Background: an optimization exercise with open tools, aiming at small area. Do not read the settings as production practice.
In this exercise RTL edits were held to simulation tests only and were not proved equivalent to the original.
Power figures rest on the tool's default switching activity, not on a simulated workload.

## flow/design.v (module list and top-level ports; edited modules follow where they fit)
// module apg_datagen: 185 lines
// module apg_aomux: 27 lines
// module apg_aoi222: 7 lines
// module apg_aoi22: 7 lines
// module apg_nand2v: 7 lines
// module apg_nandg: 12 lines
// module apg_lfsrd: 13 lines
// module apg_bardiv: 39 lines
// module apg_prbs: 60 lines
// module apg_mul: 770 lines
// module apg_fa: 4 lines
// module apg_pp8: 9 lines
// module apg_pp8p: 8 lines
// module apg_xor2: 3 lines
// module apg_ha: 4 lines
module apg_datagen (
    input  wire        clk,
    input  wire        rst,         
    input  wire        cfg_we,
    input  wire [4:0]  cfg_addr,
    input  wire [31:0] cfg_wdata,
    input  wire        restart,
    input  wire        ev_valid,
    input  wire [3:0]  ev_func,
    input  wire        ev_inv,
    input  wire [4:0]  ev_wm1,      
    input  wire [15:0] ev_x,
    input  wire [15:0] ev_y,
    output reg         d_valid,
    output reg  [31:0] d,
    output reg         param_zero,
    output reg         bad_write
);
  // ...
==> flow/flow/run.sh <==
#!/bin/bash
# Standard ORFS layout with two changes that only affect the cells added by
# the layout itself:
#  - port buffers are sky130_fd_sc_hd__buf_1 (every input and output port
#    still gets its own buffer);
#  - the clock tree is built from sky130_fd_sc_hd__clkbuf_8, with clusters
#    of at most 16 flip-flops and 60 um, and without dummy loads.
# Each tool's full output stays in its ORFS log (orfs/logs/...); make's
# output goes to standard.log.
set -euo pipefail
export BUFFER_PORTS_ARGS="-buffer_cell sky130_fd_sc_hd__buf_1"
export CTS_ARGS="-sink_clustering_enable -repair_clock_nets -buf_list sky130_fd_sc_hd__clkbuf_8 -sink_clustering_size 16 -sink_clustering_max_diameter 60 -dont_use_dummy_load"
bash standard.sh > standard.log 2>&1
==> flow/standard.sh <==
#!/bin/bash
# synth_recipe.tcl (not shown) runs the flow's synth.tcl, then flattens the netlist and writes it again
# the make line also repeats each setting of config.mk as NAME=value (left out here)
make -C /OpenROAD-flow-scripts/flow DESIGN_CONFIG=/design/flow/config.mk WORK_HOME=/design/flow/orfs CLKGATE_MAP_FILE= SYNTH_SCRIPT=/design/flow/synth_recipe.tcl "${@:-finish}"
==> flow/config.mk <==
export PLATFORM = sky130hd
export DESIGN_NAME = apg_datagen
export DESIGN_NICKNAME = apg_datagen
export VERILOG_FILES = /design/flow/design.v
export SDC_FILE = /design/flow/constraint.sdc
export NUM_CORES = 4
export LEC_CHECK = 0
export CAP_MARGIN = 20
export CELL_PAD_IN_SITES_DETAIL_PLACEMENT = 1
export CELL_PAD_IN_SITES_GLOBAL_PLACEMENT = 1
export CORE_MARGIN = 2
export CORE_UTILIZATION = 40
export PLACE_DENSITY = 0.45
export SLEW_MARGIN = 20
export SYNTH_HIERARCHICAL = 1
export SYNTH_MINIMUM_KEEP_SIZE = 0
==> flow/constraint.sdc <==
create_clock -name core_clock -period 60.0 [get_ports {clk}]
set_input_delay 12.0000 -clock core_clock [delete_from_list [all_inputs] [get_ports {clk}]]
set_output_delay 12.0000 -clock core_clock [all_outputs]
set_load 0.01 [all_outputs]
==> flow_summary.yaml, run 1 <==
outcome:
  status: "complete, no violations"
cells_and_area:
  biggestCellCategory: "multi-input gates"
  multi_input_area_share_pct: 46.7
  sh_seq_area_pct: 41.7
  largest_register: "bar"
  largest_reg_flops: 256
  drive_gt1_share_pct: 10.4
  final_cell_area_um2: 42600
sta:
  max_freq_ghz: 0.0251
  period_share_pct: 66.5
  fin_ws_ps: 20080
  rsz0062_at_grt: "false"
placed_design:
  hpwlAfterDp_um: 120000
worst_setup_path:
  rrSetupSlack_ps: 33860
  r2r_start: "rstep[1]"
logic_synthesis:
  syn-cell-area_um2: 39400
  synth_top_family_by_area: "compound AO/OA/AOI/OAI gates"
  synthAdderAreaFrac_pct: 10.1
clock_tree:
  clk_pin_slew_ps: 100
  h-tree-depth: 3
  cts_tree: "built"
power_and_ir_drop:
  p_switching_w: 0.000974
  p_sw_share_pct: 47.1
  power.share.sequential_pct: 27.0
  vdd_drop_max_mv: 0.0693
die:
  core_area_um2: 98000
grt:
  grt_util_met3_pct: 6.13
  grt_pass1_vias: 34400
  grt_use_total_pct: 33.6
detailed_routing:
  avgRoutedWirePerCell_um: 35.8
==> run 2, diff against run 1 <==
==> flow/config.mk (replaced) <==
export PLATFORM = sky130hd
export DESIGN_NAME = apg_datagen
export DESIGN_NICKNAME = apg_datagen
export VERILOG_FILES = /design/flow/design.v
export SDC_FILE = /design/flow/constraint.sdc
export NUM_CORES = 4
export LEC_CHECK = 0
export CAP_MARGIN = 20
export CELL_PAD_IN_SITES_DETAIL_PLACEMENT = 2
export CELL_PAD_IN_SITES_GLOBAL_PLACEMENT = 2
export CORE_MARGIN = 2
export CORE_UTILIZATION = 30
export PLACE_DENSITY = 0.35
export SLEW_MARGIN = 20
export SYNTH_HIERARCHICAL = 1
export SYNTH_MINIMUM_KEEP_SIZE = 0
==> run 2 against run 1 <==
Against the previous run: still clean on timing, DRC and antenna; clock skew shrank 23 ps; synthesized cell count is the same; setup slack lost 240 ps; critical endpoint unchanged; highest routed layer unchanged.
==> flow_summary.yaml, run 2 <==
sta:
  hold_viol_final: 0
  setup_viol: 0
  tightest_slew_ps: 1160
  maxSlewHeadroom_pct: 22.0
  period_needed_ps: 40160
  max_freq_ghz: 0.0249
  period_share_pct: 66.9
  final_max_slew_viol_count: 0
  whs_ps: 477
  skew_ps: 108
  tns_ps: 0
  rsz0062_at_grt: "false"
cells_and_area:
  area_growth_syn_to_layout_pct: 10.3
  largest_register: "bar"
  layout_commonest_cell: "a222oi_1"
  top_regs: "bar: 256 flops, lfsr_seed: 124 flops, lfsr_state: 124 flops"
  nNetsFinal: 3873
  largest_reg_flops: 256
  final_cells: 5323
  final_cell_mix: "a222oi_1 (647), nand2_1 (539), edfxtp_1 (485), inv_1 (203), xor2_1 (197)"
  final_cell_area_um2: 43400
  drive_gt1_share_pct: 11.1
logic_synthesis:
  syn-cell-area_um2: 39400
  synth_top_cells_by_count: "a222oi_1 (647), nand2_1 (539), edfxtp_1 (485)"
  netlist_instances: 3383
  ys_seq_area_share_pct: 45.1
  async_reset_ff_share_pct: 0
  ys_seq_elements: 644
  synth_ff_type: "edfxtp_1"
  synth_top_cell_by_area: "edfxtp_1"
  synth_top_area_share_pct: 37.0
  yosysMostFrequentCell: "a222oi_1"
  synth_fp_nets: 3677
  synthTopCellsByArea: "edfxtp_1 (37%), a222oi_1 (16%), fa_1 (9.2%), dfxtp_1 (8.1%), nand2_1 (5.1%)"
  ys_warn_count: 21
  synth.avg_cell_area_um2: 11.6
  synth_edf_count: 485
  synth_cell_types: 82
detailed_routing:
  vias: 34000
  drt_pass1_iterations: 15
  viasPerCell: 6.38
  routed_wl_um: 201000
  avgRoutedWirePerCell_um: 37.8
  drc: 0
  drtIter0Drc: 5810
  final_antenna_net_count: 0
clock_tree:
  clockBufferDepth: 3
  cts.sink_count: 644
  cts_hold_buf: 0
  ctsResizeCount: 0
  h-tree-depth: 3
  post_cts_buffers: 0
  clk_latency_ps: 780
  root_buffer: "clkbuf_8"
  cts_tree: "built"
  clk_pin_slew_ps: 80
  cts_inserted_buffers: 75
worst_setup_path:
  crit_family: "adder cells"
  end_kind: "register"
  worstSetupStartpointType: "primary input"
  critPathLaunch: "ev_func[2]"
  cp_max_fo: 36
  critical_path_buf_inv_count: 5
  critPathArrivalTime_ps: 40820
  crit_path_top_delay_cell: "and2_1"
  criticalPathCategory: "primary input to register"
  slowest_delay_ps: 920
  r2r_start: "rstep[1]"
  rrSetupSlack_ps: 33760
  worstPathRequired_ps: 60670
  cpMostUsedCell: "fa_1"
grt:
  grt_max_degree: 67
  grt_pass1_vias: 36100
  grt_pass1_wl_um: 283000
  grt-ovfl-total: 0
  grt_use_total_pct: 29.1
  antenna_found_initial: 16
die:
  rows: 132
  die_h_um: 366
  die-area_um2: 134000
  core_area_um2: 130000
  die_w_um: 366
  io_pins: 119
  initial_core_util_pct: 30.3
flow_run:
  maxCapViolCount: 0
min_path:
  hp-start: "lfsr_state[2][25]"
  hold_class: "register to register"
outcome:
  status: "complete, no violations"
placed_design:
  io_buffers: 118
  dp.cells: 5242
  placed_area_um2: 42300
  hpwlAfterDp_um: 141000
  gp_congestion: 0.861
power_and_ir_drop:
  pwr-share-clk_pct: 12.6
  power.share.sequential_pct: 25.9
  p_int_w: 0.00111
  p_switching_w: 0.00105
  combPwrFrac_pct: 61.5
  p_sw_share_pct: 48.4
  power_density_nw_per_um2: 49.8
  leakagePower_nw: 17.2
  vdd_drop_max_mv: 0.0525
[run 2: cell counts after synthesis]
No cell type changed its count.
[run 2: metal layers]
layer	up-vias	wire [µm]	share of wire, %	track usage (%)
met4	6	6550	3.3	10.0
met3	253	13100	6.5	3.83
met1	18200	84200	42	38.3
met2	1588	97100	48	49.1
met5	-	43	0.021	0
li1	13900	-	-	-
[run 2: path summary, 6_finish.rpt]
check | endpoint | depth (start not counted)
max reg2reg | d[31] | 70
min | lfsr_state[2][25] | 2
min reg2reg | lfsr_state[2][25] | 2
max | d[31] | 80
[run 2: kinds of logic after synthesis]
| logic type | after synthesis | synth area share (%) |
|---|---|---|
| AOI/OAI and AO/OA | 835 | 19.8 |
| xor gates and xnor gates | 276 | 6.14 |
| adders and majority gates | 211 | 10.1 |
| buffers and inverters | 384 | 5.39 |
| DFF | 644 | 45.1 |
| muxes | 61 | 2.16 |
| and+or+nand+nor | 972 | 11.3 |
[run 2: Yosys stat by module (local to each module, per instance), excerpt]
module | cells inside | times used | cell area (µm²) | flops+latches
apg_datagen | 1232 | 1 | 21900 | 644
apg_mul | 148 | 1 | 1050 | 0
apg_lfsrd | 70 | 4 | 485 | 0
apg_bardiv | 183 | 1 | 1450 | 0
apg_prbs | 114 | 1 | 906 | 0
apg_fa | 1 | 139 | 20.0 | 0
apg_xor2 | 1 | 120 | 8.76 | 0
apg_ha | 1 | 16 | 12.5 | 0
[run 2: power groups by stage]
stage	logic [W]	clock network, W	registers, W
after detailed placement	0.00135	0	0.000569
after global routing	0.00140	0.000294	0.000565
after global placement	0.00132	0	0.000567
final	0.00133	0.000272	0.000560
after floorplan	0.000835	0	0.000567
after CTS	0.00135	0.000281	0.000560
[run 2: metrics by stage]
step / total power, W / utilization [%] / setup slack (ps)
final: 0.00216 / 33.4 / 19840
after global routing: 0.00226 / 33.4 / 18640
after global placement: 0.00189 / 32.5 / 19370
after detailed placement: 0.00191 / 32.6 / 19020
after CTS: 0.00219 / 33.4 / 19890
after floorplan: 0.00140 / - / 19540
[run 2: final cells by class]
cell class                      count  area (µm²)
Antenna cell                        4        10.0
Fill cell                       13800       86600
Inverter                          210         788
Sequential cell                   644       17700
Tap cell                         1742        2180
Timing Repair Buffer              293        1800
Clock buffer                       75        1030
Multi-Input combinational cell   2355       19900
[run 2: worst reg2reg max path: cells and delay by family (launching register included)]
kind	cells	cell delay [ps]
AO/OA/AOI/OAI	2	790
XOR/XNOR	7	1190
buffers and inverters	1	240
flip-flops	1	380
AND/OR/NAND/NOR	3	320
adder cells (fa/ha/maj)	57	23220
==> run 3, diff against run 2 <==
==> flow/flow/run.sh (replaced) <==
#!/bin/bash
# Standard ORFS layout with two changes that only affect the cells added by
# the layout itself:
#  - port buffers are sky130_fd_sc_hd__buf_1 (every input and output port
#    still gets its own buffer);
#  - the clock tree is built from sky130_fd_sc_hd__clkbuf_8, with clusters
#    of at most 12 flip-flops and 70 um, and without dummy loads.
# Each tool's full output stays in its ORFS log (orfs/logs/...); make's
# output goes to standard.log.
set -euo pipefail
export BUFFER_PORTS_ARGS="-buffer_cell sky130_fd_sc_hd__buf_1"
export CTS_ARGS="-sink_clustering_enable -repair_clock_nets -buf_list sky130_fd_sc_hd__clkbuf_8 -sink_clustering_size 12 -sink_clustering_max_diameter 70 -dont_use_dummy_load"
bash standard.sh > standard.log 2>&1
==> run 3 against run 2 <==
Against the previous run: total power decreased by 0.32%; critical path depth unchanged; worst hold slack improved by 0.67 ps; non-clock buffer count unchanged; synthesized cell count unchanged; die area unchanged; area after synthesis unchanged; sequential share of layout area about the same; clock skew increased by 11 ps; largest power group unchanged; count of clock-buffer cells in the layout decreased by 2; critical path type unchanged; register-to-register slack improved by 100 ps; wire length about the same.
==> flow_summary.yaml, run 3 <==
outcome:
  status: "complete, no violations"
detailed_routing:
  avgRoutedWirePerCell_um: 37.8
  drtIter0Drc: 6125
  final_antenna_net_count: 0
  vias: 34000
  drc: 0
  routed_wl_um: 201000
  m1WireLength_um: 83500
  route.met3.wl_um: 13600
  drt_pass1_iterations: 17
  viasPerCell: 6.38
  dr_wl_met2_um: 98200
  routed.top_layer: "met5"
worst_setup_path:
  crit_cells: 80
  crit_family: "adder cells"
  cpMostUsedCell: "fa_1"
  worstPathRequired_ps: 60670
  critPathArrivalTime_ps: 40810
  cp_max_fo: 36
  end_kind: "register"
  critical_path_buf_inv_count: 5
  crit_path_top_delay_cell: "and2_1"
  criticalPathCategory: "primary input to register"
  slowest_delay_ps: 940
  ff2ff_path_depth: 70
  worstSetupStartpointType: "primary input"
die:
  initial_core_util_pct: 30.3
  io_pins: 119
  die_w_um: 366
  die-area_um2: 134000
  die_h_um: 366
  core_area_um2: 130000
  rows: 132
logic_synthesis:
  netlist_instances: 3383
  ys_seq_area_share_pct: 45.1
  ys_warn_count: 21
  synth_compound_area_share_pct: 19.8
  synth_top_cells_by_count: "a222oi_1 (647), nand2_1 (539), edfxtp_1 (485)"
  synthTopCellsByArea: "edfxtp_1 (37%), a222oi_1 (16%), fa_1 (9.2%), dfxtp_1 (8.1%), nand2_1 (5.1%)"
  synth_edf_count: 485
  yosysMostFrequentCell: "a222oi_1"
  synth_fp_nets: 3677
  synth_top_area_share_pct: 37.0
  ys_seq_elements: 644
  synth_top_cell_by_area: "edfxtp_1"
  synth_top_family_by_area: "compound AO/OA/AOI/OAI gates"
  synth_cell_types: 82
  synthSimpleGateAreaFrac_pct: 11.3
  synth.area.mux_share_pct: 2.16
  synthAdderAreaFrac_pct: 10.1
  synth_xor_area_share_pct: 6.14
  synth_ff_type: "edfxtp_1"
  synth.avg_cell_area_um2: 11.6
  async_reset_ff_share_pct: 0
  syn-cell-area_um2: 39400
min_path:
  hold_depth: 2
  hold_class: "register to register"
sta:
  rsz0062_at_grt: "false"
  hold_viol_final: 0
  final_max_slew_viol_count: 0
  setup_viol: 0
  tightest_slew_ps: 1250
  max_freq_ghz: 0.0249
  maxSlewHeadroom_pct: 15.7
  skew_ps: 118
  period_needed_ps: 40140
  tns_ps: 0
  period_share_pct: 66.9
cells_and_area:
  largest_register: "bar"
  top_regs: "bar: 256 flops, lfsr_seed: 124 flops, lfsr_state: 124 flops"
  nNetsFinal: 3871
  layout_commonest_cell: "a222oi_1"
  drive_gt1_share_pct: 11.0
  area_growth_syn_to_layout_pct: 10.2
  final_cell_area_um2: 43400
  post-route-util_pct: 33.4
  largest_reg_flops: 256
  final_cell_mix: "a222oi_1 (647), nand2_1 (539), edfxtp_1 (485), inv_1 (203), xor2_1 (197)"
clock_tree:
  root_buffer: "clkbuf_8"
  cts_inserted_buffers: 73
  ctsResizeCount: 0
  h-tree-depth: 3
  clk_pin_slew_ps: 80
  clk_latency_ps: 780
  cts.sink_count: 644
  cts_hold_buf: 0
  cts_tree: "built"
  clockBufferDepth: 3
  post_cts_buffers: 0
power_and_ir_drop:
  vdd_drop_max_mv: 0.0519
  total_power_w: 0.00216
  leakagePower_nw: 17.2
  power_density_nw_per_um2: 49.7
grt:
  grt_use_total_pct: 29.1
  grt_pass1_vias: 36100
  antenna_found_initial: 17
  grt_max_degree: 67
  grt-ovfl-total: 0
  grt_pass1_wl_um: 283000
placed_design:
  io_buffers: 118
  placed_area_um2: 42300
  hpwlAfterDp_um: 141000
  gp_congestion: 0.861
flow_run:
  maxCapViolCount: 0
-- run 3: cell counts after synthesis --
Identical to the previous run, type by type.
-- run 3: modules after synthesis, one instance, submodules excluded, excerpt --
module       area (µm²)  times used  cells  flip-flops and latches
apg_ha             12.5          16      1                       0
apg_datagen       21900           1   1232                     644
apg_bardiv         1450           1    183                       0
apg_mul            1050           1    148                       0
apg_fa             20.0         139      1                       0
apg_lfsrd           485           4     70                       0
apg_xor2           8.76         120      1                       0
apg_prbs            906           1    114                       0
-- run 3: per-layer routing --
metal / vias up / GRT usage, %
met5: - / 0
met4: 2 / 9.01
met3: 278 / 3.86
met2: 1509 / 49.6
met1: 18200 / 38.3
li1: 13900 / -
-- run 3: cells by family (layout without fill, tap and decap cells) --
| family | count (synthesis) | count (layout) |
|---|---|---|
| buffers and inverters | 384 | 576 |
| multiplexers | 61 | 61 |
| other | 0 | 8 |
| adder cells (fa/ha/maj) | 211 | 211 |
| flip-flops | 644 | 644 |
| XOR/XNOR | 276 | 276 |
| AO/OA/AOI/OAI | 835 | 835 |
| AND/OR/NAND/NOR | 972 | 972 |
-- run 3: worst paths after layout --
kind / startpoint / endpoint / slack, ps
max: ev_func[2] / d[31] / 19860
min: lfsr_state[0][13] / lfsr_state[0][13] / 480
max reg2reg: rstep[1] / d[31] / 33860
min reg2reg: lfsr_state[0][13] / lfsr_state[0][13] / 480
-- run 3: cell type report --
cell class              count  area [µm²]
flip-flops and latches    644       17700
repair buffers            293        1800
fillers                 13800       86600
multi-input cells        2355       19900
diodes                      8        20.0
well taps                1742        2180
clock buffers              73        1000
inverters                 210         788
-- run 3: power by group --
group          switching, W  leakage, nW  internal [W]
Sequential        0.0000290         6.03      0.000531
Clock              0.000161        0.525      0.000108
Combinational      0.000854         10.6      0.000473
-- run 3: metrics by stage --
stage | hold slack [ps] | worst slack, ps | cells
2_1_floorplan | 433 | 19540 | 3383
3_3_place_gp | 444 | 19370 | 5241
3_5_place_dp | 455 | 19020 | 5242
4_1_cts | 476 | 19870 | 5315
5_1_grt | 509 | 18700 | 5318
6_report | 478 | 19860 | 5325
-- run 3: worst register-to-register path: cells and delay by family, from the launching register on --
family / cells / cell delay, ps
xor+xnor: 7 / 1200
buf+inv: 1 / 240
simple gates: 3 / 330
fa+ha+maj: 57 / 23190
flops: 1 / 380
compound gates: 2 / 760
==> run 4, diff against run 3 <==
==> flow/flow/run.sh (replaced) <==
#!/bin/bash
# Standard ORFS layout with two changes that only affect the cells added by
# the layout itself:
#  - port buffers are sky130_fd_sc_hd__buf_1 (every input and output port
#    still gets its own buffer);
#  - the clock tree is built from sky130_fd_sc_hd__clkbuf_4, with clusters
#    of at most 8 flip-flops and 50 um, and without dummy loads.
# Each tool's full output stays in its ORFS log (orfs/logs/...); make's
# output goes to standard.log.
set -euo pipefail
export BUFFER_PORTS_ARGS="-buffer_cell sky130_fd_sc_hd__buf_1"
export CTS_ARGS="-sink_clustering_enable -repair_clock_nets -buf_list sky130_fd_sc_hd__clkbuf_4 -sink_clustering_size 8 -sink_clustering_max_diameter 50 -dont_use_dummy_load"
bash standard.sh > standard.log 2>&1
==> run 4 against run 3 <==
Against the previous run: clock power decreased by 9.7%; wire length about the same; synthesized cell count unchanged; sequential share of layout area grew 0.19 points; sequential power is essentially flat; still clean; core utilization fell by 0.15 points; count of clock-buffer cells in the layout increased by 35; clock skew is 42 ps higher; die area did not move; setup slack gained 120 ps; non-clock buffer count is the same; final area shrank 0.46%; critical endpoint unchanged.
==> flow_summary.yaml, run 4 <==
outcome:
  status: "complete, no violations"
detailed_routing:
  avgRoutedWirePerCell_um: 37.5
  drt_pass1_iterations: 17
  final_antenna_net_count: 0
  drc: 0
  drtIter0Drc: 6028
  routed_wl_um: 201000
  viasPerCell: 6.36
  vias: 34100
logic_synthesis:
  ys_seq_elements: 644
  synth_top_cells_by_count: "a222oi_1 (647), nand2_1 (539), edfxtp_1 (485)"
  ys_warn_count: 21
  netlist_instances: 3383
  synth_fp_nets: 3677
  syn-cell-area_um2: 39400
  synth_ff_type: "edfxtp_1"
  synth_top_cell_by_area: "edfxtp_1"
  synth.avg_cell_area_um2: 11.6
  yosysMostFrequentCell: "a222oi_1"
  synth_edf_count: 485
  async_reset_ff_share_pct: 0
  synth_cell_types: 82
  synthTopCellsByArea: "edfxtp_1 (37%), a222oi_1 (16%), fa_1 (9.2%), dfxtp_1 (8.1%), nand2_1 (5.1%)"
  synth_top_area_share_pct: 37.0
  ys_seq_area_share_pct: 45.1
die:
  core_area_um2: 130000
  die_h_um: 366
  io_pins: 119
  die_w_um: 366
  rows: 132
  initial_core_util_pct: 30.3
  die-area_um2: 134000
grt:
  grt_pass1_wl_um: 284000
  grt_use_total_pct: 29.2
  grt_pass1_vias: 36400
  grt-ovfl-total: 0
  grt_max_degree: 67
  antenna_found_initial: 19
clock_tree:
  clk_pin_slew_ps: 100
  cts_hold_buf: 0
  root_buffer: "clkbuf_4"
  clk_latency_ps: 1120
  cts.sink_count: 644
  cts_tree: "built"
  clockBufferDepth: 3
  ctsResizeCount: 0
  h-tree-depth: 3
  post_cts_buffers: 0
  cts_inserted_buffers: 108
power_and_ir_drop:
  p_int_w: 0.00109
  power.share.sequential_pct: 26.2
  vdd_drop_max_mv: 0.0779
  p_switching_w: 0.00105
  pwr-share-clk_pct: 11.4
  p_sw_share_pct: 49.1
  combPwrFrac_pct: 62.4
  leakagePower_nw: 17.2
  power_density_nw_per_um2: 49.4
worst_setup_path:
  ff2ff_path_depth: 70
  crit_path_end: "d[31]"
  rrSetupSlack_ps: 33590
  worstPathRequired_ps: 60850
  end_kind: "register"
  crit_path_top_delay_cell: "and2_1"
  worstSetupStartpointType: "primary input"
  r2r_start: "rstep[1]"
  r2r_end: "d[31]"
  cpMostUsedCell: "fa_1"
  criticalPathCategory: "primary input to register"
  cp_max_fo: 36
  critPathArrivalTime_ps: 40880
  critPathLaunch: "ev_func[2]"
  slowest_delay_ps: 930
placed_design:
  hpwlAfterDp_um: 141000
  dpl_worst_slack_ps: 19020
  gp_congestion: 0.861
  dp.cells: 5242
  io_buffers: 118
cells_and_area:
  top_regs: "bar: 256 flops, lfsr_seed: 124 flops, lfsr_state: 124 flops"
  drive_gt1_share_pct: 11.9
  fillers: 13900
  layout_commonest_cell: "a222oi_1"
  nNetsFinal: 3906
  area_growth_syn_to_layout_pct: 9.71
  largest_register: "bar"
  largest_reg_flops: 256
  final_cell_mix: "a222oi_1 (647), nand2_1 (539), edfxtp_1 (485), inv_1 (203), xor2_1 (197)"
  final_cells: 5358
sta:
  final_max_slew_viol_count: 0
  tns_ps: 0
  max_freq_ghz: 0.0250
  hold_viol_final: 0
  period_needed_ps: 40020
  period_share_pct: 66.7
  rsz0062_at_grt: "false"
  fin_ws_ps: 19980
  tightest_slew_ps: 1250
  skew_ps: 160
  setup_viol: 0
  maxSlewHeadroom_pct: 16.0
  whs_ps: 470
flow_run:
  maxCapViolCount: 0
min_path:
  hold_class: "register to register"
==> run 4: layer usage <==
layer | share of wire [%] | wire (µm) | global-route usage (%) | vias to the layer above
met1 | 42 | 83700 | 38.2 | 18100
met3 | 6.6 | 13400 | 4.07 | 294
met5 | 0.026 | 52 | 0 | -
met4 | 3.2 | 6480 | 9.74 | 6
li1 | - | - | - | 14100
met2 | 49 | 97600 | 49.4 | 1587
==> run 4: worst min path at each step <==
stage                                    to         startpoint  cells past startpoint
final                      lfsr_state[3][9]   lfsr_state[3][9]                      2
after global routing       lfsr_state[3][5]   lfsr_state[3][5]                      2
after CTS                  lfsr_state[0][7]   lfsr_state[0][7]                      2
after detailed placement  lfsr_state[3][24]  lfsr_state[3][24]                      2
after global placement     lfsr_state[0][3]   lfsr_state[0][3]                      2
after floorplan            lfsr_state[1][0]   lfsr_state[1][0]                      2
==> run 4: cell families (layout without fill, tap and decap cells) <==
family | Yosys count | count (layout) | synth area share, %
other cells | 0 | 6 | 0
simple gates | 972 | 972 | 11.3
compound gates | 835 | 835 | 19.8
xor+xnor | 276 | 276 | 6.14
flops | 644 | 644 | 45.1
mux | 61 | 61 | 2.16
fa+ha+maj | 211 | 211 | 10.1
buf+inv | 384 | 611 | 5.39
==> run 4: final cells by class <==
cell class	count	area [µm²]	area share, %
flip-flops and latches	644	17700	41.1
clock buffers	108	811	1.88
inverters	210	788	1.82
multi-input cells	2355	19900	46.0
repair buffers	293	1800	4.17
diodes	6	15.0	0.0347
well taps	1742	2180	5.04
==> run 4: stage by stage <==
stage | util, % | total power, W | cell area [µm²]
3_5_place_dp | 32.6 | 0.00191 | 42300
3_3_place_gp | 32.5 | 0.00189 | 42300
4_1_cts | 33.2 | 0.00216 | 43100
5_1_grt | 33.2 | 0.00224 | 43200
6_report | 33.2 | 0.00213 | 43200
2_1_floorplan | - | 0.00140 | 39400
==> run 4: per-module statistics from Yosys, one instance, submodules excluded, excerpt <==
module | area (µm²) | flops+latches | times used | cells
apg_bardiv | 1450 | 0 | 1 | 183
apg_datagen | 21900 | 644 | 1 | 1232
apg_fa | 20.0 | 0 | 139 | 1
apg_ha | 12.5 | 0 | 16 | 1
apg_lfsrd | 485 | 0 | 4 | 70
apg_mul | 1050 | 0 | 1 | 148
apg_prbs | 906 | 0 | 1 | 114
apg_xor2 | 8.76 | 0 | 120 | 1
==> run 4: critical path: cells and delay by family <==
family / cells / cell delay [ps]
adder cells (fa/ha/maj): 57 / 22900
AND/OR/NAND/NOR: 7 / 2530
XOR/XNOR: 8 / 1380
buffers and inverters: 5 / 1230
AO/OA/AOI/OAI: 3 / 740
==> run 4: power groups by stage <==
stage | clock network, W | logic [W] | registers (W)
floorplan | 0 | 0.000835 | 0.000567
global placement | 0 | 0.00132 | 0.000567
detailed placement | 0 | 0.00135 | 0.000569
CTS | 0.000253 | 0.00135 | 0.000560
global route | 0.000268 | 0.00141 | 0.000565
finish | 0.000243 | 0.00133 | 0.000560

[afterwards: timing with drivers on the ports]
The flow's constraints put no driver on any port. The routed layouts listed below were extracted and timed again, unchanged, in two steps.
Step 1: set_driving_cell puts a clkbuf_16 on clk and a buf_2 on each other input, an assumption about the parent block.
Step 2, shift: input delay + t, output delay - t, t = (earliest + latest rising clock arrival at the registers) / 2. This alone moves slack from input paths to output paths.
Slacks: no drivers / after step 1 / after step 2; pairs: no drivers / after step 1.
run | t (ns) | setup slack, ns | hold slack, ns | slew at the worst register clock pin (ns) | cell pins on the clock port's net
run 1 | 0.766 | 20.084 / 20.103 / 19.337 | 0.471 / 0.471 / 0.471 | 0.11 / 0.11 | 1
run 2 | 0.809 | 19.845 / 19.889 / 19.080 | 0.477 / 0.477 / 0.477 | 0.11 / 0.11 | 1
run 3 | 0.794 | 19.858 / 19.903 / 19.109 | 0.478 / 0.478 / 0.478 | 0.09 / 0.09 | 1
run 4 | 1.079 | 19.977 / 20.020 / 18.941 | 0.470 / 0.470 / 0.470 | 0.11 / 0.11 | 1
After both steps every run listed still meets setup and hold. For run 4, which loses most, drivers alone change the setup slack by +0.043 ns; drivers and shift together by -1.036 ns.
